Source: an optimization exercise on an open RTL-to-GDS flow (aim: small area, a short achievable clock period and few clock cycles per item). Production flows keep margins and buffers that such runs may drop. In this exercise RTL edits were held to simulation tests only and were not proved equivalent to the original. Power figures rest on the tool's default switching activity, not on a simulated workload.

`flow/run.sh`:
```
#!/bin/bash
# Layout of bindery_alu: the standard flow (standard.sh) from synthesis
# to the final layout, with these changes to how it is made:
#  * buffer_ports buffers every port with sky130_fd_sc_hd__buf_1 rather than
#    the delay buffer it picks on its own (repair_timing then sizes the
#    output buffers up where the outputs need it);
#  * repair_timing aims for 23.4 ns of setup slack, so it sizes the paths
#    for the period the design can reach, not for 30 ns;
#  * clock tree synthesis clusters at most 20 sinks within 80 um and adds no
#    dummy loads.
# The clock, its period and every constraint are the standard flow's, unchanged.
# Every step's full log stays under orfs/logs/; what make prints goes to
# standard.log.
set -euo pipefail
bash standard.sh "BUFFER_PORTS_ARGS=-buffer_cell sky130_fd_sc_hd__buf_1" \
    SETUP_SLACK_MARGIN=23.4 \
    "CTS_ARGS=-sink_clustering_enable -repair_clock_nets -sink_clustering_size 20 -sink_clustering_max_diameter 80 -dont_use_dummy_load" \
    finish > standard.log 2>&1
```
`constraint.sdc`:
```
create_clock -name core_clock -period 30.0 [get_ports {clk}]
set_input_delay 6.0000 -clock core_clock [delete_from_list [all_inputs] [get_ports {clk}]]
set_output_delay 6.0000 -clock core_clock [all_outputs]
set_load 0.01 [all_outputs]
```
`config.mk`:
```
export PLATFORM = sky130hd
export DESIGN_NAME = bindery_alu
export DESIGN_NICKNAME = bindery_alu
export VERILOG_FILES = /design/flow/design.v
export SDC_FILE = /design/flow/constraint.sdc
export NUM_CORES = 8
export LEC_CHECK = 0
export CAP_MARGIN = 20
export CORE_MARGIN = 2
export CORE_UTILIZATION = 55
export SLEW_MARGIN = 20
```
`standard.sh`:
```
#!/bin/bash
# synth_recipe.tcl (not shown) runs the flow's synth.tcl, then flattens the netlist and writes it again
# the make line also repeats each setting of config.mk as NAME=value (left out here)
make -C /OpenROAD-flow-scripts/flow DESIGN_CONFIG=/design/flow/config.mk WORK_HOME=/design/flow/orfs CLKGATE_MAP_FILE= SYNTH_SCRIPT=/design/flow/synth_recipe.tcl "${@:-finish}"
```
`design.v`:
```
module bindery_cut #(
    parameter W = 8
) (
    input  wire         clk,
    input  wire         rst,
    input  wire [W-1:0] d,
    output reg  [W-1:0] q
);
    always @(posedge clk) begin
        q[W-2:0] <= d[W-2:0];
        if (rst) q[W-1] <= 1'b0;
        else     q[W-1] <= d[W-1];
    end
endmodule
module bindery_sadd #(
    parameter W = 12
) (
    input  wire [W-1:0] x,
    input  wire [W-1:0] y,
    input  wire         ci,
    output wire [W-1:0] s,
    output wire         co
);
    wire [W-1:0] p0 = x ^ y;
    reg  [W-1:0] g, p;
    integer l, i;
    always @(*) begin
        g = x & y;
        p = p0;
        g[0] = g[0] | (p[0] & ci);
        for (l = 0; (1 << l) < W; l = l + 1)
            for (i = 0; i < W; i = i + 1)
                if ((i >> l) & 1) begin
                    g[i] = g[i] | (p[i] & g[((i >> l) << l) - 1]);
                    p[i] = p[i] & p[((i >> l) << l) - 1];
                end
    end
    assign s  = p0 ^ {g[W-2:0], ci};
    assign co = g[W-1];
endmodule
module bindery_bkadd #(
    parameter W = 64
) (
    input  wire [W-1:0] x,
    input  wire [W-1:0] y,
    input  wire         ci,
    output wire [W-1:0] s,
    output wire         go,          
    output wire [W:0]   cv           
);
    wire [W-1:0] p0 = x ^ y;
    reg  [W-1:0] g, p;
    integer l, i;
    always @(*) begin
        g = x & y;
        p = p0;
        for (l = 0; l < 6; l = l + 1)
            for (i = 0; i < W; i = i + 1)
                if (((i + 1) % (2 << l)) == 0) begin
                    g[i] = g[i] | (p[i] & g[i - (1 << l)]);
                    p[i] = p[i] & p[i - (1 << l)];
                end
        for (l = 4; l >= 0; l = l - 1)
            for (i = 0; i < W; i = i + 1)
                if (((i + 1) % (2 << l)) == (1 << l) && i >= (2 << l)) begin
                    g[i] = g[i] | (p[i] & g[i - (1 << l)]);
                    p[i] = p[i] & p[i - (1 << l)];
                end
    end
    wire [W-1:0] c = {g[W-2:0] | (p[W-2:0] & {(W-1){ci}}), ci};
    assign s  = p0 ^ c;
    assign go = g[W-1];
    assign cv = {g[W-1] | (p[W-1] & ci), c};
endmodule
module bindery_pand #(
    parameter W = 24
) (
    input  wire [W-1:0] x,
    output wire [W:0]   a
);
    reg [W-1:0] t;
    integer l, i;
    always @(*) begin
        t = x;
        for (l = 0; (1 << l) < W; l = l + 1)
            for (i = 0; i < W; i = i + 1)
                if ((i >> l) & 1)
                    t[i] = t[i] & t[((i >> l) << l) - 1];
    end
    assign a = {t, 1'b1};
endmodule
module bindery_ge64 (
    input  wire [63:0] x,
    input  wire [63:0] y,
    output wire        ge
);
    reg [63:0] gt, eq;
    integer l, i;
    always @(*) begin
        gt = x & ~y;
        eq = ~(x ^ y);
        for (l = 0; l < 6; l = l + 1)
            for (i = 0; i < 64; i = i + (2 << l)) begin
                gt[i] = gt[i + (1 << l)] | (eq[i + (1 << l)] & gt[i]);
                eq[i] = eq[i + (1 << l)] & eq[i];
            end
    end
    assign ge = gt[0] | eq[0];
endmodule
module bindery_lzc64 (
    input  wire [63:0] x,
    output wire [5:0]  n
);
    reg [31:0] v1;
    reg [31:0] c1;
    reg [15:0] v2;
    reg [31:0] c2;
    reg [7:0]  v3;
    reg [23:0] c3;
    reg [3:0]  v4;
    reg [15:0] c4;
    reg [1:0]  v5;
    reg [9:0]  c5;
    reg [5:0]  c6;
    integer i;
    always @(*) begin
        for (i = 0; i < 32; i = i + 1) begin
            v1[i] = x[2*i+1] | x[2*i];
            c1[i] = !x[2*i+1];
        end
        for (i = 0; i < 16; i = i + 1) begin
            v2[i] = v1[2*i+1] | v1[2*i];
            c2[2*i +: 2] = v1[2*i+1] ? {1'b0, c1[2*i+1]} : {1'b1, c1[2*i]};
        end
        for (i = 0; i < 8; i = i + 1) begin
            v3[i] = v2[2*i+1] | v2[2*i];
            c3[3*i +: 3] = v2[2*i+1] ? {1'b0, c2[2*(2*i+1) +: 2]} : {1'b1, c2[2*(2*i) +: 2]};
        end
        for (i = 0; i < 4; i = i + 1) begin
            v4[i] = v3[2*i+1] | v3[2*i];
            c4[4*i +: 4] = v3[2*i+1] ? {1'b0, c3[3*(2*i+1) +: 3]} : {1'b1, c3[3*(2*i) +: 3]};
        end
        for (i = 0; i < 2; i = i + 1) begin
            v5[i] = v4[2*i+1] | v4[2*i];
            c5[5*i +: 5] = v4[2*i+1] ? {1'b0, c4[4*(2*i+1) +: 4]} : {1'b1, c4[4*(2*i) +: 4]};
        end
        c6 = v5[1] ? {1'b0, c5[9:5]} : {1'b1, c5[4:0]};
    end
    assign n = c6;
endmodule
module bindery_tzc56 (
    input  wire [55:0] x,
    output wire [5:0]  n
);
    wire [55:0] r;
    genvar k;
    generate
        for (k = 0; k < 56; k = k + 1) begin : g_rev
            assign r[k] = x[55 - k];
        end
    endgenerate
    bindery_lzc64 u_lzc (.x({r, 8'hFF}), .n(n));
endmodule
module bindery_alu (
    input  wire        clk,
    input  wire        rst,
    input  wire        in_valid,
    input  wire [1:0]  cmd,        
    input  wire [2:0]  op,         
    input  wire [2:0]  ty,         
    input  wire [63:0] a,
    input  wire        a_nf,
    input  wire [63:0] b,
    input  wire        b_nf,
    output wire        out_valid,
    output wire [63:0] res,
    output wire        res_nf,
    output wire [1:0]  res_sub
);
    localparam C_ZSGN = 0, C_INF = 1, C_NAN = 2, C_TY = 3, C_OPS = 6, C_FIN = 7,
               C_NFX = 8,  C_FPM = 9;
    localparam WC = 10;
    localparam W0 = 1 + 3 + 14 + 64 + 1 + 64 + 1;
    wire [13:0] dec = {ty == 3'd0, ty == 3'd1, ty == 3'd2, ty == 3'd3, ty == 3'd4, ty == 3'd5,
                       op == 3'd0, op == 3'd1, op == 3'd2, op == 3'd3, op == 3'd4,
                       cmd == 2'd0, cmd[0], cmd[1]};
    wire [W0-1:0] q0;
    bindery_cut #(.W(W0)) u_c0 (.clk(clk), .rst(rst),
        .d({in_valid, ty, dec, a, a_nf, b, b_nf}), .q(q0));
    wire        v0;
    wire [2:0]  i_ty;
    wire        t_i32, t_i64, t_f16, t_b16, t_f32, t_f64;
    wire        op_sum, op_min, op_max, op_and, op_or;
    wire        leaf, two, fin;
    wire [63:0] i_a, i_b;
    wire        i_anf, i_bnf;
    assign {v0, i_ty, t_i32, t_i64, t_f16, t_b16, t_f32, t_f64, op_sum, op_min, op_max, op_and, op_or,
            leaf, two, fin, i_a, i_anf, i_b, i_bnf} = q0;
    wire is_int = t_i32 | t_i64;
    wire half   = t_f16 | t_b16;
    wire minmax = op_min | op_max;
    wire fsum   = !is_int & op_sum;
    wire psum   = half & op_sum & !leaf;      
    wire fpm    = fsum & (!leaf | half);
    wire bz     = fpm & !two;                 
    wire l64 = t_f64;
    wire l32 = t_f32 | psum;
    wire lb  = t_b16 & !psum;
    wire l16 = t_f16 & !psum;
    function [63:0] fields;                   
        input [63:0] v;
        reg   [10:0] e16;
        reg   [10:0] e;
        reg   [51:0] f;
        begin
            e16 = (v[14:10] == 5'd0)  ? 11'd113 :
                  (v[14:10] == 5'h1F) ? 11'd255 : {6'd0, v[14:10]} + 11'd112;
            e = ({11{l64}} & v[62:52]) | ({11{l32}} & {3'd0, v[30:23]}) |
                ({11{lb}}  & {3'd0, v[14:7]}) | ({11{l16}} & e16);
            f = ({52{l64}} & v[51:0]) | ({52{l32}} & {v[22:0], 29'd0}) |
                ({52{lb}}  & {v[6:0], 45'd0}) | ({52{l16}} & {v[9:0], 42'd0});
            fields = {e, f, l16 ? (v[14:10] != 5'd0) : (e != 11'd0)};
        end
    endfunction
    wire [63:0] fa = fields(i_a);
    wire [63:0] fb = bz ? 64'd0 : fields(i_b);
    wire [10:0] Ea = fa[63:53], Eb = fb[63:53];
    wire [51:0] Fa = fa[52:1],  Fb = fb[52:1];
    wire        hda = fa[0],    hdb = fb[0];
    wire        w64 = t_i64 | t_f64;
    wire sa  = w64 ? i_a[63] : (l32 | t_i32) ? i_a[31] : i_a[15];
    wire sb  = bz ? 1'b1 : w64 ? i_b[63] : (l32 | t_i32) ? i_b[31] : i_b[15];
    wire xemax = l64 ? (Ea == 11'h7FF) : (Ea[7:0] == 8'hFF);
    wire yemax = l64 ? (Eb == 11'h7FF) : (Eb[7:0] == 8'hFF);
    wire xfnz  = (Fa != 52'd0);
    wire yfnz  = (Fb != 52'd0);
    wire x_nan = xemax & xfnz,  y_nan = yemax & yfnz;
    wire x_inf = xemax & !xfnz, y_inf = yemax & !yfnz;
    wire sp_nan = x_nan | y_nan | (x_inf & y_inf & (sa != sb));
    wire sp_inf = x_inf | y_inf;
    wire sp_sgn = x_inf ? sa : sb;
    wire zsgn   = sa & sb;
    wire cmpm   = minmax & two;
    wire mm_nan = !is_int & !leaf & (x_nan | two & y_nan);
    wire [10:0] ea = {Ea[10:1], Ea[0] | (Ea == 11'd0)};
    wire [10:0] eb = {Eb[10:1], Eb[0] | (Eb == 11'd0)};
    wire [10:0] dab, dba;
    wire        cab, cba;
    bindery_sadd #(.W(11)) u_dab (.x(ea), .y(~eb), .ci(1'b1), .s(dab), .co(cab));
    bindery_sadd #(.W(11)) u_dba (.x(eb), .y(~ea), .ci(1'b1), .s(dba), .co(cba));
    wire [63:0] opa = fpm ? {8'd0, hda, Fa, 3'd0} : i_a;
    wire [63:0] opb = fpm ? {8'd0, hdb, Fb, 3'd0} : i_b;
    wire swap  = fpm & !cab;
    wire s_on  = fpm | two;                   
    wire [63:0] big = swap ? opb : opa;
    wire [63:0] sml = !s_on ? 64'd0 : swap ? opa : opb;
    wire [10:0] be  = cab ? ea : eb;
    wire [10:0] dd  = cab ? dab : dba;        
    wire [6:0]  dsh = !fpm ? 7'd0 : (dd[10:6] != 0) ? 7'd64 : {1'b0, dd[5:0]};
    wire bs      = sp_inf ? sp_sgn : swap ? sb : sa;
    wire eff_sub = (fpm & (sa ^ sb)) | cmpm;
    wire [2:0] fn = cmpm ? 3'd4 :
                    (!is_int | !two | op_sum) ? 3'd0 :
                    op_and ? 3'd1 : op_or ? 3'd2 : 3'd3;
    wire nfx  = leaf ? (!is_int & xemax) : (i_anf | (two & i_bnf));
    wire [WC-1:0] ctl1;
    assign ctl1[C_ZSGN] = zsgn;
    assign ctl1[C_INF]  = fpm ? sp_inf : x_inf;      
    assign ctl1[C_NAN]  = fpm ? sp_nan : (minmax & mm_nan);
    assign ctl1[C_TY+2:C_TY] = i_ty;
    assign ctl1[C_OPS]  = op_sum;
    assign ctl1[C_FIN]  = fin;
    assign ctl1[C_NFX]  = nfx;
    assign ctl1[C_FPM]  = fpm;
    localparam W1 = 1 + WC + 64 + 64 + 7 + 11 + 1 + 1 + 3;
    wire [W1-1:0] q1;
    bindery_cut #(.W(W1)) u_c1 (.clk(clk), .rst(rst),
        .d({v0, ctl1, big, sml, dsh, fpm ? be : {8'd0, y_inf, x_inf, op_min}, bs, eff_sub, fn}), .q(q1));
    wire          v1;
    wire [WC-1:0] ctl_1;
    wire [63:0]   big1, sml1;
    wire [6:0]    dsh1;
    wire [10:0]   be1;
    wire          bs1, esub1;
    wire [2:0]    fn1;
    assign {v1, ctl_1, big1, sml1, dsh1, be1, bs1, esub1, fn1} = q1;
    reg [55:0] al;
    integer k;
    always @(*) begin
        al = dsh1[6] ? 56'd0 : sml1[55:0];
        for (k = 0; k < 6; k = k + 1)
            if (dsh1[k]) al = al >> (1 << k);
    end
    wire [5:0] tz;
    bindery_tzc56 u_tz (.x(sml1[55:0]), .n(tz));
    wire [5:0] tzd;
    wire       tzc;
    bindery_sadd #(.W(6)) u_tzc (.x(tz), .y(~dsh1[5:0]), .ci(1'b1), .s(tzd), .co(tzc));
    wire st = (sml1[55:0] != 56'd0) & (dsh1[6] | !tzc);      
    wire [63:0] sal = {sml1[63:56], al};
    wire        s0  = (big1[0] ^ al[0]) | st;
    wire        fpm1 = ctl_1[C_FPM];
    wire        c1i = !esub1 ? (big1[0] & al[0]) :
                      fpm1 ? (!(al[0] | st) & gall) : (big1[0] | !al[0]);
    wire [62:0] sum_hi;
    wire        gall;
    wire [63:0] ys = {esub1 ? ~sal[63:1] : sal[63:1], sal[0]};
    wire [63:0] cv;              
    bindery_bkadd #(.W(63)) u_add (.x(big1[63:1]), .y(ys[63:1]), .ci(c1i), .s(sum_hi), .go(gall),
        .cv(cv));
    wire        neg = esub1 & !gall;
    wire [2:0]  ty1  = ctl_1[C_TY+2:C_TY];
    wire        mge  = (ty1 == 3'd5) ? cv[62] :
                       (ty1 == 3'd4) ? cv[30] :
                       (ty1 == 3'd1) ? (cv[63] ^ big1[63] ^ sal[63]) :
                       (ty1 == 3'd0) ? (cv[31] ^ big1[31] ^ sal[31]) : cv[14];
    wire        m_sa = (ty1 == 3'd5) ? big1[63] : (ty1 == 3'd4) ? big1[31] : big1[15];
    wire        m_sb = (ty1 == 3'd5) ? sal[63]  : (ty1 == 3'd4) ? sal[31]  : sal[15];
    wire        m_int = (ty1[2:1] == 2'b00);
    wire        m_le = m_int ? !mge : ((m_sa & !m_sb) | ((m_sa == m_sb) & (m_sa ? mge : !mge)));
    wire        pick_b = (m_le != be1[0]);
    wire [63:0] pp = big1 ^ ys;
    wire [63:0] gg = big1 & ys;
    reg  [63:0] ires;
    always @(*) begin
        case (fn1)
            3'd1:    ires = gg;
            3'd2:    ires = pp | gg;
            3'd3:    ires = pp;
            3'd4:    ires = pick_b ? sal : big1;
            default: ires = {sum_hi ^ {63{neg}}, s0};
        endcase
    end
    wire [WC-1:0] ctl_2i;
    assign ctl_2i[C_INF] = (fn1 == 3'd4) ? (pick_b ? be1[2] : be1[1]) : ctl_1[C_INF];
    assign ctl_2i[C_ZSGN] = ctl_1[C_ZSGN];
    assign ctl_2i[WC-1:C_NAN] = ctl_1[WC-1:C_NAN];
    localparam W2 = 1 + WC + 64 + 11 + 1;
    wire [W2-1:0] q2;
    bindery_cut #(.W(W2)) u_c2 (.clk(clk), .rst(rst),
        .d({v1, ctl_2i, ires, be1, bs1 ^ neg}), .q(q2));
    wire          v2;
    wire [WC-1:0] ctl_2;
    wire [63:0]   s2;
    wire [10:0]   be2;
    wire          bs2;
    assign {v2, ctl_2, s2, be2, bs2} = q2;
    wire fpm2 = ctl_2[C_FPM];
    wire [5:0]  lz;
    bindery_lzc64 u_lzc (.x({s2[56:0], 7'h7F}), .n(lz));
    wire        sz  = (s2[56:0] == 57'd0);
    wire [5:0]  lzd;
    wire        lzc;
    bindery_sadd #(.W(6)) u_lzcmp (.x(be2[5:0]), .y(~lz), .ci(1'b1), .s(lzd), .co(lzc));
    wire [5:0]  shl = !fpm2 ? 6'd1 : ((be2[10:6] != 0) | lzc) ? lz : be2[5:0];
    reg  [56:0] nsh;
    integer j;
    always @(*) begin
        nsh = s2[56:0];
        for (j = 0; j < 6; j = j + 1)
            if (shl[j]) nsh = nsh << (1 << j);
    end
    wire [55:0] nrm = {nsh[56:2], nsh[1] | nsh[0]};
    wire [11:0] bep1, exl;
    wire        bp_c, exl_c;
    bindery_sadd #(.W(12)) u_bp1 (.x({1'b0, be2}), .y(12'd0), .ci(1'b1), .s(bep1), .co(bp_c));
    bindery_sadd #(.W(12)) u_ex (.x(bep1), .y(~{6'd0, lz}), .ci(1'b1), .s(exl), .co(exl_c));
    wire [11:0] exf = ((be2[10:6] != 0) | lzc) ? exl : 12'd1;
    wire        fs  = (sz & !ctl_2[C_INF]) ? ctl_2[C_ZSGN] : bs2;
    localparam W3 = 1 + WC + 64 + 12 + 1;
    wire [W3-1:0] q3;
    bindery_cut #(.W(W3)) u_c3 (.clk(clk), .rst(rst),
        .d({v2, ctl_2, s2[63:56], nrm, exf, fs}), .q(q3));
    wire          v3;
    wire [WC-1:0] ctl_3;
    wire [63:0]   n;
    wire [11:0]   ex3;
    wire          fs3;
    assign {v3, ctl_3, n, ex3, fs3} = q3;
    wire [2:0] ty3 = ctl_3[C_TY+2:C_TY];
    wire tf16 = (ty3 == 3'd2), tb16 = (ty3 == 3'd3), tf32 = (ty3 == 3'd4), f64 = (ty3 == 3'd5);
    wire int3 = (ty3[2:1] == 2'b00);
    wire m64  = (ty3 == 3'd1) | f64;
    wire m32  = m64 | (ty3 == 3'd0) | tf32 | ((tf16 | tb16) & ctl_3[C_OPS] & !ctl_3[C_FIN]);
    wire fpm3 = ctl_3[C_FPM];
    wire spn  = ctl_3[C_NAN], spi = ctl_3[C_INF];
    wire sfin = ctl_3[C_OPS] & ctl_3[C_FIN];
    wire nf16 = tf16 & sfin, nfb = tb16 & sfin;
    wire        st32 = |n[30:0];
    wire        r32  = n[31] & (st32 | n[32]);
    wire        g    = f64 ? n[2] : n[31];
    wire        rs   = f64 ? (n[1] | n[0]) : st32;
    wire        lsb  = f64 ? n[3] : n[32];
    wire        rup  = g & (rs | lsb);
    wire [52:0] t    = {n[55:32], n[31:3] | {29{!f64}}};
    wire [53:0] tall;
    bindery_pand #(.W(53)) u_inc (.x(t), .a(tall));
    wire [52:0] ti   = t ^ tall[52:0];
    wire [52:0] mr   = rup ? ti : t;
    wire        mcy  = rup & tall[53];
    wire [11:0] ex1;
    wire        ex1c;
    bindery_sadd #(.W(12)) u_ex1 (.x(ex3), .y(12'd0), .ci(1'b1), .s(ex1), .co(ex1c));
    wire        hid  = n[55] | mcy | mr[52];
    wire [11:0] efin = mcy ? ex1 : ex3;
    wire [11:0] bef  = hid ? efin : 12'd0;
    wire        ovf  = n[55] & (f64 ? ((ex3 >= 12'd2047) | (mcy & (ex3 == 12'd2046)))
                                    : ((ex3 >= 12'd255)  | (mcy & (ex3 == 12'd254))));
    wire        finf = spi | ovf;
    wire [63:0] pk64 = spn ? 64'h7FF8_0000_0000_0000 :
                       finf ? {fs3, 11'h7FF, 52'd0} : {fs3, bef[10:0], mr[51:0]};
    wire [31:0] pk32 = spn ? 32'h7FC0_0000 :
                       finf ? {fs3, 8'hFF, 23'd0} : {fs3, bef[7:0], mr[51:29]};
    wire [7:0]  ue  = n[55] ? ex3[7:0] : 8'd0;
    wire [30:0] u   = {ue, n[54:32]};
    wire        a15 = &u[14:0];
    wire        z15 = ~|u[14:0];
    wire        c16 = r32 & a15 & u[15];
    wire        l15 = u[15] ^ (r32 & a15);
    wire        lnz = !((z15 & !r32) | (a15 & r32));
    wire        binc = c16 | (l15 & (lnz | u[16]));
    wire [14:0] bsum;
    wire        bco2;
    bindery_sadd #(.W(15)) u_binc (.x(u[30:16]), .y(15'd0), .ci(binc), .s(bsum), .co(bco2));
    wire [15:0] nb  = spn ? 16'h7FC0 : finf ? {fs3, 15'h7F80} : {fs3, bsum};
    wire [23:0] um  = n[55:32];
    wire [7:0]  xs8 = 8'd113 - ue;
    wire [3:0]  xsh = (ue >= 8'd113) ? 4'd0 : (ue < 8'd101) ? 4'd13 : xs8[3:0];
    reg  [23:0] hm;
    reg         ho, ha;      
    integer q;
    always @(*) begin
        hm = um;
        ho = 1'b0;
        ha = 1'b1;
        for (q = 0; q < 4; q = q + 1) begin
            if (xsh[q]) begin
                ho = ho | (|(hm & ((24'd1 << (1 << q)) - 24'd1)));
                ha = ha & (&(hm | ~((24'd1 << (1 << q)) - 24'd1)));
                hm = hm >> (1 << q);
            end
        end
    end
    wire        hall = ha & (&hm[11:0]);
    wire        hzer = !ho & (~|hm[11:0]);
    wire        hcg  = r32 & hall;                
    wire        hgd  = hm[12] ^ hcg;
    wire        hck  = hcg & hm[12];              
    wire        hst  = !((hzer & !r32) | (hall & r32));
    wire        hinc = hck | (hgd & (hst | hm[13]));
    wire [14:0] hb0  = (ue >= 8'd113) ? {ue[4:0] - 5'd16, hm[22:13]} : {5'd0, hm[22:13]};
    wire [14:0] hsum;
    wire        hco;
    bindery_sadd #(.W(15)) u_hinc (.x(hb0), .y(15'd0), .ci(hinc), .s(hsum), .co(hco));
    wire [15:0] nh  = spn ? 16'h7E00 : (finf | (ue > 8'd142)) ? {fs3, 15'h7C00} : {fs3, hsum};
    wire fqn3 = !fpm3 & ctl_3[C_NAN];
    reg [63:0] fy;
    always @(*) begin
        if (fqn3)
            fy = tf16 ? 64'h7E00 : tb16 ? 64'h7FC0 : tf32 ? 64'h7FC0_0000 :
                 64'h7FF8_0000_0000_0000;
        else if (nf16)
            fy = {48'd0, nh};
        else if (nfb)
            fy = {48'd0, nb};
        else if (fpm3)
            fy = f64 ? pk64 : {32'd0, pk32};
        else
            fy = {n[63:32] & {32{m64}}, n[31:16] & {16{m32}}, n[15:0]};
    end
    wire is_nan = fpm3 ? spn : fqn3;
    wire is_inf = fpm3 ? (nf16 ? (nh[14:10] == 5'h1F) : nfb ? (nb[14:7] == 8'hFF) : finf)
                       : ctl_3[C_INF];
    wire [1:0] fsub = !(ctl_3[C_FIN] & !int3) ? 2'b00 : is_nan ? 2'b01 :
                      (is_inf & !ctl_3[C_NFX]) ? 2'b10 : 2'b00;
    wire       fnf  = ctl_3[C_FIN] ? 1'b0 : ctl_3[C_NFX];
    localparam W4 = 1 + 64 + 1 + 2;
    wire [W4-1:0] q4;
    bindery_cut #(.W(W4)) u_c4 (.clk(clk), .rst(rst),
        .d({v3, fy, fnf, fsub}), .q(q4));
    assign {out_valid, res, res_nf, res_sub} = q4;
endmodule
```
==> results by group, run 1 <==
Placement
  • IO buf count: around 210
  • Post-DP HPWL: roughly 120,000 um
  • # placed instances: about 5,700
  • Final GP Congestion: approximately 1.0

Detailed routing
  • Antenna viol nets, final: 0
  • WL final: about 160,000 um
  • DRT Pass-1 Iters: 13
  • Drc violations: 0
  • DR vias: around 38,000
  • Vias/cell: between 6 and 7
  • Avg WL per Cell: roughly 27 um
  • 1st-iter DRT viols: roughly 5,500

Worst setup path
  • Critical path class: flop to output port
  • Crit-path cells: buf_2
  • Critical Path RT: 24,000 ps
  • Flop2flop setup slack: 23,470 ps
  • CP startpoint kind: flop
  • Crit-path max cell delay: 300 ps
  • Crit Reg-Reg Startpoint: u_c1.q[16]$_SDFF_PP0_
  • Reg2reg end: u_c2.q[32]$_DFF_P_
  • CP Depth: 1
  • CP arrival: approximately 1000 ps
  • CP Max Fanout: 1
  • Worst path top cell family by delay: flip-flops
  • CP startpoint: u_c4.q[67]$_SDFF_PP0_
  • Worst R2R Path Depth: 28
  • CP max-delay cell: dfxtp_1
  • Worst Setup End Kind: output port
  • Crit path buffers/inverters: 1

Pwr
  • P_int: approximately 1600 uW
  • Share of power burned in registers: 0.400
  • Power per cell area: 69.3 nW/um2
  • P_leak: ~0.018 uW
  • VDD IR-drop max: 0.0753 mV
  • Switch share: 0.439
  • Power share of the combinational group: 0.438
  • Switching Power: about 1300 uW
  • Clk network pwr share: 0.162

Floorplanning
  • I/O pin cnt: 209
  • Chip Height: ~270 um
  • Total core area: 69,900 um2
  • Die X: around 270 um
  • Starting density of the core: 0.555
  • Die Area: 72,700 um2
  • FP Rows: slightly below 100

Synthesis
  • Post-synthesis sequential area ratio: 0.285
  • Area leader, netlist: dfxtp_1
  • Top cells by instance count after synthesis: 552 x dfxtp_1, 508 x nor2_1, 500 x nand2_1, 282 x o21ai_0, 277 x mux2i_1
  • Synth top area share: 0.285
  • Synthesized cell area: about 39,000 um2
  • Async SR Flop Fraction: 0
  • Cell count after synthesis: between 4,000 and 5,000
  • Most common cell in the netlist: dfxtp_1
  • Ranking of synthesized cells by area: dfxtp_1 28%, mux2i_1 7.1%, ha_1 6.3%
  • Syn Area/Cell: about 8 um2
  • Syn nets: 5,161
  • Post-synth EDFFs: 0
  • Post-synth cell types: 91
  • Ys flop type: dfxtp_1
  • Register bit total from synthesis: between 500 and 600
  • Synthesis warning total: 13

Timing
  • Tmin final: a little over 7000 ps
  • Post-route clock period utilization: 0.235
  • Slew Limit Fails: 0
  • Worst-Margin Slew: approximately 1200 ps
  • RSZ-0062 raised after global routing: true
  • Worst Skew: 99.2 ps
  • FMAX: 142 MHz
  • Setup violators final: 0
  • Max-Slew Margin vs Limit: 0.187
  • Final count of hold timing violations: 0
  • Final setup TNS: 0 ps

Global routing
  • First-pass GRT wire length: around 230,000 um
  • Initial antenna violation count: 5
  • Grt total ovfl: 0
  • Total GRT Usage: 0.413
  • Pin count of the biggest net entering global routing: between 100 and 150
  • Vias in the first global route: about 35,000

CTS
  • Root Driver: clkbuf_16
  • Clock Tree Buf Depth: 3
  • Clk sink count: 552
  • TritonCTS Buffers: 38
  • Worst-path clk slew: ~90 ps
  • Worst-Skew Late Latency: roughly 630 ps
  • CTS H-Tree Depth: 2
  • CTS tree: yes

Layout
  • Fin cells: 5,768
  • P&R area growth vs syn: 9.13%
  • Fill cell count: about 6,500
  • Finished Core Util: 0.606
  • Share of layout cells above drive strength 1: 0.117
  • Final net count: approximately 5,200

Run
  • Max-cap violations: 0

Hold path
  • Worst Hold Path EP: u_c2.q[76]$_DFF_P_
  • Hold crit path type: flop to flop
  • Hold path start: u_c1.q[151]$_DFF_P_
  • Hold depth: 0

Outcome
  • Run status: no timing/DRC/antenna violations
[cells by family after synthesis]
kind of cell,after synthesis,share of synthesized area
AOI/OAI and AO/OA,1235,0.209
muxes,436,0.137
xor gates and xnor gates,266,0.0602
adders and majority gates,208,0.0694
DFF,552,0.285
and+or+nand+nor,1538,0.181
buffers and inverters,577,0.0582
[registers in the layout, summed over array words and instances, names as in the netlist]
name and cells:
u_c2.q 87, u_c0.q 148, u_c4.q 68, u_c3.q 87, u_c1.q 162
[worst max path at each step]
stage                                    end  slack (ps)
after detailed placement  u_c2.q[34]$_DFF_P_       21890
after global routing               out_valid       22950
after global placement    u_c2.q[28]$_DFF_P_       21970
after floorplan           u_c2.q[69]$_DFF_P_       23420
after CTS                          out_valid       22940
final                              out_valid       22960
[metrics by stage]
step	setup WS (ps)	hold slack, ps	power, uW	area, um2
2_1_floorplan	23420	310	1920	38800
3_3_place_gp	21970	310	2360	39900
3_5_place_dp	21890	312	2370	39900
4_1_cts	22940	327	2860	41500
5_1_grt	22950	334	3080	42400
6_report	22960	322	2940	42400
[cell usage in the layout, fill, tap and decap left out, drive strengths merged, types with 16 or more instances in the layout]
cell / synthesis / routed
o211ai: 27 / 27
a22oi: 93 / 93
mux4: 65 / 65
a211oi: 38 / 38
mux2i: 280 / 280
o21bai: 19 / 19
a21oi: 271 / 271
nand2b: 42 / 42
inv: 237 / 235
clkbuf: 254 / 41
nor4: 59 / 59
xnor2: 176 / 176
nand2: 500 / 500
nor2: 509 / 509
o31ai: 37 / 37
xor2: 90 / 90
a21o: 24 / 24
and2: 36 / 36
o21a: 16 / 16
nand4: 52 / 52
dfxtp: 552 / 552
o21ai: 289 / 289
a221oi: 43 / 43
a31oi: 109 / 109
mux2: 91 / 93
nand3: 93 / 93
a222oi: 40 / 40
and3: 58 / 58
nor2b: 52 / 52
o22ai: 98 / 98
buf: 81 / 302
nor3: 67 / 67
ha: 196 / 196
[what timing repair did]
item,CTS,global route
pin swaps,3,29
endpoints found under the setup margin,189,176
gates cloned,5,3
endpoints found under the hold margin,0,0
resized for setup,149,148
buffers inserted,14,25
hold buffers,0,0
[cell type report]
cell class | instances | area [um2] | area share
diodes | 2 | 5.00 | 0.000118
clock buffers | 38 | 951 | 0.0224
inverters | 242 | 931 | 0.0220
multi-input cells | 3685 | 26100 | 0.617
flip-flops and latches | 552 | 11100 | 0.262
well taps | 940 | 1180 | 0.0278
repair buffers | 307 | 2040 | 0.0483
repair inverters | 2 | 15.0 | 0.000354
[routing by layer]
layer | GRT usage | share of wire | wire length [um]
met2 | 0.666 | 0.45 | 71100
met4 | 0.272 | 0.080 | 12600
met1 | 0.508 | 0.37 | 58700
met3 | 0.0728 | 0.094 | 14900
met5 | 0 | 0.00022 | 34
[power by group through the flow]
stage               Combinational [uW]  Sequential, uW  Clock (uW)
global placement                  1190            1170           0
floorplan                          910            1010           0
global route                      1400            1170         507
finish                            1290            1170         474
detailed placement                1200            1170           0
CTS                               1230            1150         479
Testbench counts, summed over its fixed seeds: cycles 24,040, items 24,000.
==> inputs of run 2 (changes only) <==
--- a/flow/run.sh
+++ b/flow/run.sh
@@ -4,7 +4,7 @@
 #  * buffer_ports buffers every port with sky130_fd_sc_hd__buf_1 rather than
 #    the delay buffer it picks on its own (repair_timing then sizes the
 #    output buffers up where the outputs need it);
-#  * repair_timing aims for 23.4 ns of setup slack, so it sizes the paths
+#  * repair_timing aims for 23.15 ns of setup slack, so it sizes the paths
 #    for the period the design can reach, not for 30 ns;
 #  * clock tree synthesis clusters at most 20 sinks within 80 um and adds no
 #    dummy loads.
@@ -13,6 +13,6 @@
 # standard.log.
 set -euo pipefail
 bash standard.sh "BUFFER_PORTS_ARGS=-buffer_cell sky130_fd_sc_hd__buf_1" \
-    SETUP_SLACK_MARGIN=23.4 \
+    SETUP_SLACK_MARGIN=23.15 \
     "CTS_ARGS=-sink_clustering_enable -repair_clock_nets -sink_clustering_size 20 -sink_clustering_max_diameter 80 -dont_use_dummy_load" \
     finish > standard.log 2>&1
==> run 2 against run 1 <==
Maximum frequency about the same. Flip-flop and latch count unchanged. Die area unchanged. Sequential power about the same. Clock skew decreased by 17 ps. Critical endpoint unchanged.
==> results by group, run 2 <==
Outcome
  • Run status: no timing/DRC/antenna violations (unchanged)

Layout
  • Top flop regs: u_c1.q (162), u_c0.q (148) (unchanged)
  • Biggest register: u_c1.q (unchanged)
  • Most frequent cells in the layout: 512 x dfxtp_1, 500 x nor2_1, 496 x nand2_1, 275 x mux2i_1, 271 x o21ai_0 (was 514 x dfxtp_1, 497 x nand2_1, 495 x nor2_1, 267 x mux2i_1, 262 x o21ai_0)
  • Finished Core Util: 0.600 (was 0.606)
  • Final net count: 5,162 (was 5,177)
  • Share of layout cells above drive strength 1: 0.106 (was 0.117)
  • Max reg flops: 162 (unchanged)
  • Commonest non-fill, non-tap cell in the layout: dfxtp_1 (unchanged)
  • P&R area growth vs syn: 8.06% (was 9.13%)

CTS
  • Clk sink count: 552 (unchanged)
  • Post-CTS Hold Fix Bufs: 0 (unchanged)
  • CTS tree: yes (unchanged)
  • Worst-path clk slew: 70 ps (was 90 ps)
  • Clock Tree Buf Depth: 3 (unchanged)
  • TritonCTS Buffers: 39 (was 38)
  • Worst-Skew Late Latency: 620 ps (was 630 ps)
  • CTS H-Tree Depth: 2 (unchanged)
  • Root Driver: clkbuf_16 (unchanged)

Synthesis
  • Post-synthesis sequential area ratio: 0.285 (unchanged)
  • Post-synth cell types: 91 (unchanged)
  • Async SR Flop Fraction: 0 (unchanged)
  • Synth top area share: 0.285 (unchanged)
  • Syn Area/Cell: 8.07 um2 (unchanged)
  • Ys flop type: dfxtp_1 (unchanged)
  • Most common cell in the netlist: dfxtp_1 (unchanged)
  • Top cells by instance count after synthesis: 552 x dfxtp_1, 508 x nor2_1, 500 x nand2_1, 282 x o21ai_0, 277 x mux2i_1 (unchanged)
  • Register bit total from synthesis: 552 (unchanged)
  • Ranking of synthesized cells by area: dfxtp_1 28%, mux2i_1 7.1%, ha_1 6.3% (unchanged)
  • Area leader, netlist: dfxtp_1 (unchanged)
  • Synthesis warning total: 13 (unchanged)
  • Synthesized cell area: 38,800 um2 (unchanged)
  • Syn nets: 5,161 (unchanged)
  • Cell count after synthesis: 4,812 (unchanged)
  • Post-synth EDFFs: 0 (unchanged)

Floorplanning
  • Starting density of the core: 0.555 (unchanged)
  • Total core area: 69,900 um2 (unchanged)
  • Chip Height: 270 um (unchanged)
  • Die X: 270 um (unchanged)
  • I/O pin cnt: 209 (unchanged)
  • FP Rows: 97 (unchanged)
  • Die Area: 72,700 um2 (unchanged)

Global routing
  • Grt total ovfl: 0 (unchanged)
  • Initial antenna violation count: 10 (was 5)
  • First-pass GRT wire length: 230,000 um (about the same)
  • Pin count of the biggest net entering global routing: 108 (was 111)
  • Vias in the first global route: 35,500 (was 35,400)
  • Total GRT Usage: 0.415 (was 0.413)

Pwr
  • Power per cell area: 70.1 nW/um2 (was 69.3 nW/um2)
  • Switching Power: 1290 uW (about the same)
  • Clk network pwr share: 0.163 (was 0.162)
  • P_int: 1650 uW (about the same)
  • P_leak: 0.0177 uW (was 0.0178 uW)
  • Switch share: 0.440 (was 0.439)
  • Power share of the combinational group: 0.436 (was 0.438)
  • Share of power burned in registers: 0.401 (was 0.400)
  • VDD IR-drop max: 0.0663 mV (was 0.0753 mV)
  • Design Power: 2940 uW (about the same)

Worst setup path
  • Crit path buffers/inverters: 1 (unchanged)
  • CP max-delay cell: dfxtp_1 (unchanged)
  • Crit-path cells: buf_2 (unchanged)
  • CP Max Fanout: 1 (unchanged)
  • CP startpoint: u_c4.q[67]$_SDFF_PP0_ (unchanged)
  • Worst R2R Path Depth: 24 (was 28)
  • Worst Setup End Kind: output port (unchanged)
  • Crit Reg-Reg Startpoint: u_c1.q[16]$_SDFF_PP0_ (unchanged)
  • Critical Path RT: 24,000 ps (about the same)
  • Worst path top cell family by delay: flip-flops (unchanged)
  • CP arrival: 1040 ps (about the same)
  • Critical path class: flop to output port (unchanged)
  • CP startpoint kind: flop (unchanged)
  • CP Depth: 1 (unchanged)
  • Crit-path max cell delay: 300 ps (about the same)

Detailed routing
  • DRT Pass-1 Iters: 10 (was 13)
  • Avg WL per Cell: 27.5 um (was 27.3 um)
  • Vias/cell: 6.62 (about the same)
  • DR vias: 38,100 (was 38,200)
  • 1st-iter DRT viols: 5,289 (was 5,505)
  • Antenna viol nets, final: 0 (unchanged)
  • Drc violations: 0 (unchanged)
  • WL final: 158,000 um (was 157,000 um)

Timing
  • Setup violators final: 0 (unchanged)
  • Worst Skew: 82.4 ps (was 99.2 ps)
  • Slew Limit Fails: 0 (unchanged)
  • Worst Setup Slack, final: 22,960 ps (about the same)
  • Max-Slew Margin vs Limit: 0.144 (was 0.187)
  • RSZ-0062 raised after global routing: true (unchanged)
  • Tmin final: 7040 ps (about the same)
  • Post-route clock period utilization: 0.235 (about the same)
  • Worst-Margin Slew: 1270 ps (was 1220 ps)
  • FMAX: 142 MHz (about the same)
  • Final count of hold timing violations: 0 (unchanged)
  • Final setup TNS: 0 ps (unchanged)

Run
  • Max-cap violations: 0 (unchanged)

Hold path
  • Hold crit path type: flop to flop (unchanged)
  • Hold path start: u_c2.q[84]$_DFF_P_ (was u_c1.q[151]$_DFF_P_)
  • Hold depth: 0 (unchanged)

Placement
  • Setup WS pre-CTS: 21,920 ps (was 21,890 ps)
  • Post-DP HPWL: 119,000 um (was 118,000 um)
  • IO buf count: 208 (unchanged)
  • Final GP Congestion: 1.01 (was 1.03)
-- run 2: through the flow --
stage | hold WS, ps | cell area [um2] | std cells
final | 327 | 41900 | 5753
after CTS | 330 | 41500 | 5742
after global routing | 335 | 41900 | 5751
after global placement | 310 | 40000 | 5683
after detailed placement | 312 | 40000 | 5683
after floorplan | 310 | 38800 | 4812
-- run 2: power by group through the flow --
stage | Sequential, uW | Combinational, uW | Clock [uW]
final | 1180 | 1280 | 480
after global placement | 1170 | 1200 | 0
after detailed placement | 1170 | 1210 | 0
after CTS | 1150 | 1230 | 485
after floorplan | 1010 | 910 | 0
after global routing | 1180 | 1390 | 511
-- run 2: metal layers --
metal | global-route usage | part of all wire | vias to the layer above
met5 | 0 | 0.00037 | -
met4 | 0.275 | 0.080 | 10
met3 | 0.0712 | 0.093 | 583
met2 | 0.673 | 0.45 | 2376
met1 | 0.507 | 0.37 | 17800
li1 | - | - | 17300
-- run 2: final timing paths --
check,slack [ps],to
worst min-delay path,330,u_c3.q[85]$_DFF_P_
worst max register to register,23270,u_c2.q[52]$_DFF_P_
worst min register to register,330,u_c3.q[85]$_DFF_P_
worst max-delay path,22960,out_valid
-- run 2: cell type report --
cell class / count / area, um2
repair buffers: 290 / 1870
diodes: 2 / 5.00
flip-flops and latches: 552 / 11100
repair inverters: 2 / 15.0
well taps: 940 / 1180
inverters: 242 / 930
multi-input cells: 3686 / 25900
clock buffers: 39 / 976
fillers: 6542 / 28000
-- run 2: repair_timing --
action / 4_1_cts / 5_1_grt
setup buffers: 15 / 6
endpoints found under the setup margin: 182 / 178
pin swaps: 2 / 13
cloned: 5 / 3
resized for setup: 123 / 102
-- run 2: cell families (layout without fill, tap and decap cells) --
family,count (synthesis),in the layout,synth area share
AND/OR/NAND/NOR,1538,1540,0.181
AO/OA/AOI/OAI,1235,1235,0.209
adder cells (fa/ha/maj),208,208,0.0694
XOR/XNOR,266,266,0.0602
multiplexers,436,437,0.137
other,0,2,0
flip-flops,552,552,0.285
buffers and inverters,577,573,0.0582
-- run 2: worst register-to-register path: cells and delay by family (launching register included) --
kind                       cells  cell delay (ps)
AOI/OAI and AO/OA             13             3560
muxes                          3             1290
and+or+nand+nor                4              500
DFF                            1              400
adders and majority gates      1              380
buffers and inverters          2              230
xor gates and xnor gates       1              190
==> inputs of run 3 (changes only) <==
==> flow/run.sh (replaced) <==
#!/bin/bash
# Layout of bindery_alu: the standard flow (standard.sh) from synthesis
# to the final layout, with these changes to how it is made:
#  * buffer_ports buffers every port with sky130_fd_sc_hd__buf_1 rather than
#    the delay buffer it picks on its own (repair_timing then sizes the
#    output buffers up where the outputs need it);
#  * repair_timing aims for 23.05 ns of setup slack, so it sizes the paths
#    for the period the design can reach, not for 30 ns;
#  * clock tree synthesis clusters at most 14 sinks within 60 um, drives
#    each cluster with a clkbuf_8 and adds no dummy loads.
# The clock, its period and every constraint are the standard flow's, unchanged.
# Every step's full log stays under orfs/logs/; what make prints goes to
# standard.log.
set -euo pipefail
bash standard.sh "BUFFER_PORTS_ARGS=-buffer_cell sky130_fd_sc_hd__buf_1" \
    SETUP_SLACK_MARGIN=23.05 \
    "CTS_ARGS=-sink_clustering_enable -repair_clock_nets -sink_clustering_size 14 -sink_clustering_max_diameter 60 -sink_clustering_buffer sky130_fd_sc_hd__clkbuf_8 -dont_use_dummy_load" \
    finish > standard.log 2>&1
==> run 3 against run 2 <==
Still clean. Count of clock-buffer cells in the layout grew 16. Combinational power barely moved. Register-to-register slack worse by 40 ps. Synthesized cell count is the same. Via count grew 0.19%. Clock power down 12%. Die area unchanged. Non-clock buffer count stayed put. Sequential share of layout area grew 0.18 points. Clock skew fell by 9.6 ps. Worst setup slack improved by 19 ps. Sequential power about the same. Critical endpoint is now res[20].
==> results by group, run 3 <==
Floorplanning
  • Die X: 270 um (unchanged)
  • I/O pin cnt: 209 (unchanged)
  • Chip Height: 270 um (unchanged)
  • Starting density of the core: 0.555 (unchanged)
  • Total core area: 69,900 um2 (unchanged)
  • FP Rows: 97 (unchanged)
  • Die Area: 72,700 um2 (unchanged)

Timing
  • Max-Slew Margin vs Limit: 0.158 (was 0.144)
  • Setup violators final: 0 (unchanged)
  • Tmin final: 7020 ps (was 7040 ps)
  • Final setup TNS: 0 ps (unchanged)
  • Worst Skew: 72.8 ps (was 82.4 ps)
  • Worst Setup Slack, final: 22,980 ps (was 22,960 ps)
  • Slew Limit Fails: 0 (unchanged)
  • Final count of hold timing violations: 0 (unchanged)
  • FMAX: 142 MHz (about the same)
  • Post-route clock period utilization: 0.234 (was 0.235)
  • RSZ-0062 raised after global routing: true (unchanged)
  • Worst-Margin Slew: 1250 ps (was 1270 ps)

CTS
  • CTS tree: yes (unchanged)
  • CTS H-Tree Depth: 2 (unchanged)
  • Worst-path clk slew: 80 ps (was 70 ps)
  • Worst-Skew Late Latency: 590 ps (was 620 ps)
  • Clock Tree Buf Depth: 3 (unchanged)
  • Root Driver: clkbuf_16 (unchanged)
  • TritonCTS Buffers: 55 (was 39)
  • Clk sink count: 552 (unchanged)

Global routing
  • Initial antenna violation count: 6 (was 10)
  • Grt total ovfl: 0 (unchanged)
  • Vias in the first global route: 35,500 (about the same)
  • Pin count of the biggest net entering global routing: 108 (unchanged)
  • Total GRT Usage: 0.414 (was 0.415)
  • First-pass GRT wire length: 230,000 um (about the same)

Synthesis
  • Post-synth EDFFs: 0 (unchanged)
  • Simple-gate share of the synthesized area: 0.181 (unchanged)
  • Cell count after synthesis: 4,812 (unchanged)
  • Ys flop type: dfxtp_1 (unchanged)
  • Register bit total from synthesis: 552 (unchanged)
  • Post-synthesis compound-gate area fraction: 0.209 (unchanged)
  • Syn Area/Cell: 8.07 um2 (unchanged)
  • Post-synthesis sequential area ratio: 0.285 (unchanged)
  • Post-Synth XOR/XNOR Area: 0.0602 (unchanged)
  • Adder-Cell Fraction of Synth Area: 0.0694 (unchanged)
  • Syn nets: 5,161 (unchanged)
  • Post-synth cell types: 91 (unchanged)
  • Synth top area share: 0.285 (unchanged)
  • Most common cell in the netlist: dfxtp_1 (unchanged)
  • Ranking of synthesized cells by area: dfxtp_1 28%, mux2i_1 7.1%, ha_1 6.3% (unchanged)
  • Synthesized cell area: 38,800 um2 (unchanged)
  • Largest family of logic cells by synthesized area: compound AO/OA/AOI/OAI gates (unchanged)
  • Post-synthesis mux area share: 0.137 (unchanged)
  • Top cells by instance count after synthesis: 552 x dfxtp_1, 508 x nor2_1, 500 x nand2_1, 282 x o21ai_0, 277 x mux2i_1 (unchanged)
  • Area leader, netlist: dfxtp_1 (unchanged)
  • Async SR Flop Fraction: 0 (unchanged)
  • Synthesis warning total: 13 (unchanged)

Placement
  • IO buf count: 208 (unchanged)
  • Final GP Congestion: 1.01 (unchanged)
  • Post-DP HPWL: 119,000 um (unchanged)
  • Setup WS pre-CTS: 21,920 ps (unchanged)

Detailed routing
  • Drc violations: 0 (unchanged)
  • Antenna viol nets, final: 0 (unchanged)
  • DR vias: 38,200 (was 38,100)
  • WL final: 158,000 um (about the same)
  • 1st-iter DRT viols: 5,417 (was 5,289)
  • Vias/cell: 6.62 (about the same)
  • DRT Pass-1 Iters: 10 (unchanged)
  • Avg WL per Cell: 27.4 um (was 27.5 um)

Worst setup path
  • Worst path top cell family by delay: flip-flops (unchanged)
  • CP arrival: 1020 ps (was 1040 ps)
  • Critical path class: flop to output port (unchanged)
  • Crit-path max cell delay: 310 ps (was 300 ps)
  • CP startpoint kind: flop (unchanged)
  • Crit path buffers/inverters: 1 (unchanged)
  • Worst Setup End Kind: output port (unchanged)
  • CP Max Fanout: 1 (unchanged)
  • Crit-path cells: buf_2 (unchanged)
  • Critical Path RT: 24,000 ps (about the same)
  • CP max-delay cell: dfxtp_1 (unchanged)

Layout
  • Finished Core Util: 0.596 (was 0.600)
  • Ant diodes: 0 (was 2)
  • Most frequent cells in the layout: 513 x dfxtp_1, 501 x nor2_1, 496 x nand2_1, 277 x mux2i_1, 272 x o21ai_0 (was 512 x dfxtp_1, 500 x nor2_1, 496 x nand2_1, 275 x mux2i_1, 271 x o21ai_0)
  • Final net count: 5,178 (was 5,162)
  • Multi-input logic area: 25,800 um2 (was 25,900 um2)
  • Commonest non-fill, non-tap cell in the layout: dfxtp_1 (unchanged)
  • Sequential cell area: 11,100 um2 (about the same)
  • Share of layout cells above drive strength 1: 0.107 (was 0.106)
  • Max reg flops: 162 (unchanged)
  • Biggest register: u_c1.q (unchanged)
  • Top flop regs: u_c1.q (162), u_c0.q (148) (unchanged)
  • Fill cell count: 6,618 (was 6,542)
  • P&R area growth vs syn: 7.33% (was 8.06%)

Pwr
  • VDD IR-drop max: 0.0729 mV (was 0.0663 mV)
  • Power per cell area: 69.1 nW/um2 (was 70.1 nW/um2)
  • P_leak: 0.0176 uW (was 0.0177 uW)

Outcome
  • Run status: no timing/DRC/antenna violations (unchanged)

Hold path
  • Hold crit path type: flop to flop (unchanged)

Run
  • Max-cap violations: 0 (unchanged)
==> run 3: changes by cell type in the layout (fill, tap and decap cells not counted), sizes merged <==
cell    previous run  this run
diode              2         0
bufbuf             2         1
clkbuf            40        57
==> run 3: per-stage QoR <==
stage / instances / instance area, um2 / power, uW / hold WS, ps
floorplan: 4812 / 38800 / 1920 / 310
global placement: 5683 / 40000 / 2370 / 310
detailed placement: 5683 / 40000 / 2370 / 312
CTS: 5752 / 41100 / 2810 / 331
global route: 5767 / 41700 / 3020 / 336
finish: 5767 / 41700 / 2880 / 329
==> run 3: path summary, 6_finish.rpt <==
| path | startpoint | endpoint | slack (ps) | cells after the start |
|---|---|---|---|---|
| setup / recovery | u_c4.q[23]$_SDFF_PP0_ | res[20] | 22980 | 1 |
| hold / removal | u_c2.q[81]$_DFF_P_ | u_c3.q[82]$_DFF_P_ | 330 | 0 |
| setup reg to reg | u_c1.q[16]$_SDFF_PP0_ | u_c2.q[32]$_DFF_P_ | 23230 | 25 |
| hold reg to reg | u_c2.q[81]$_DFF_P_ | u_c3.q[82]$_DFF_P_ | 330 | 0 |
==> run 3: where the power goes <==
group | leakage, uW | switching (uW) | internal (uW)
Clock | 0.000421 | 244 | 178
Combinational | 0.0125 | 749 | 531
Sequential | 0.00463 | 294 | 883
Total | 0.0176 | 1290 | 1590
==> run 3: final cells by class <==
cell class              count  share of cell area
repair buffers            290              0.0438
inverters                 242              0.0222
repair inverters            2            0.000360
multi-input cells        3686               0.619
flip-flops and latches    552               0.267
well taps                 940              0.0282
clock buffers              55              0.0195
==> run 3: what timing repair did <==
item,CTS,global route
buffers inserted,11,10
pin swaps,2,10
resized for setup,108,96
setup endpoints to repair,164,209
hold endpoints to repair,0,0
hold buffers,0,0
cloned,3,5
==> run 3: kinds of logic after synthesis <==
| family | Yosys count |
|---|---|
| buffers and inverters | 577 |
| flip-flops | 552 |
| adder cells (fa/ha/maj) | 208 |
| AND/OR/NAND/NOR | 1538 |
| AO/OA/AOI/OAI | 1235 |
| XOR/XNOR | 266 |
| multiplexers | 436 |
==> run 3: routing by layer <==
| layer | vias to the layer above | GRT usage | part of all wire |
|---|---|---|---|
| met1 | 17900 | 0.503 | 0.37 |
| met5 | - | 0 | 0.00042 |
| met2 | 2367 | 0.674 | 0.46 |
| met3 | 570 | 0.0810 | 0.095 |
| li1 | 17300 | - | - |
| met4 | 10 | 0.262 | 0.075 |

==> what the ideal ports hide <==
No port has a modelled driver above. Below, the same layouts with a new extraction and two added sets of constraints. Step 1 sets driving cells, clkbuf_16 on the clock port and buf_2 on the other inputs (assumed; they add their load-dependent delay and slew). Step 2 moves the port delays by t, midway between the first and last clock arrival at a register: inputs arrive t later, outputs are due t later. That takes back most of the time a late clock gives input paths. Three values: ideal, step 1, step 2; two values: the first two.
| run | t, ns | setup WS [ns] | worst setup path after step 2 | slew at the worst register clock pin (ns) | cell pins on the clock port's net |
|---|---|---|---|---|---|
| run 1 | 0.655 | 22.956 / 22.886 / 23.402 | input to register | 0.09 / 0.09 | 1 |
| run 2 | 0.650 | 22.960 / 22.889 / 23.273 | register to register | 0.09 / 0.09 | 1 |
| run 3 | 0.631 | 22.979 / 22.906 / 23.228 | register to register | 0.10 / 0.10 | 1 |
After both steps every run listed still meets setup and hold.
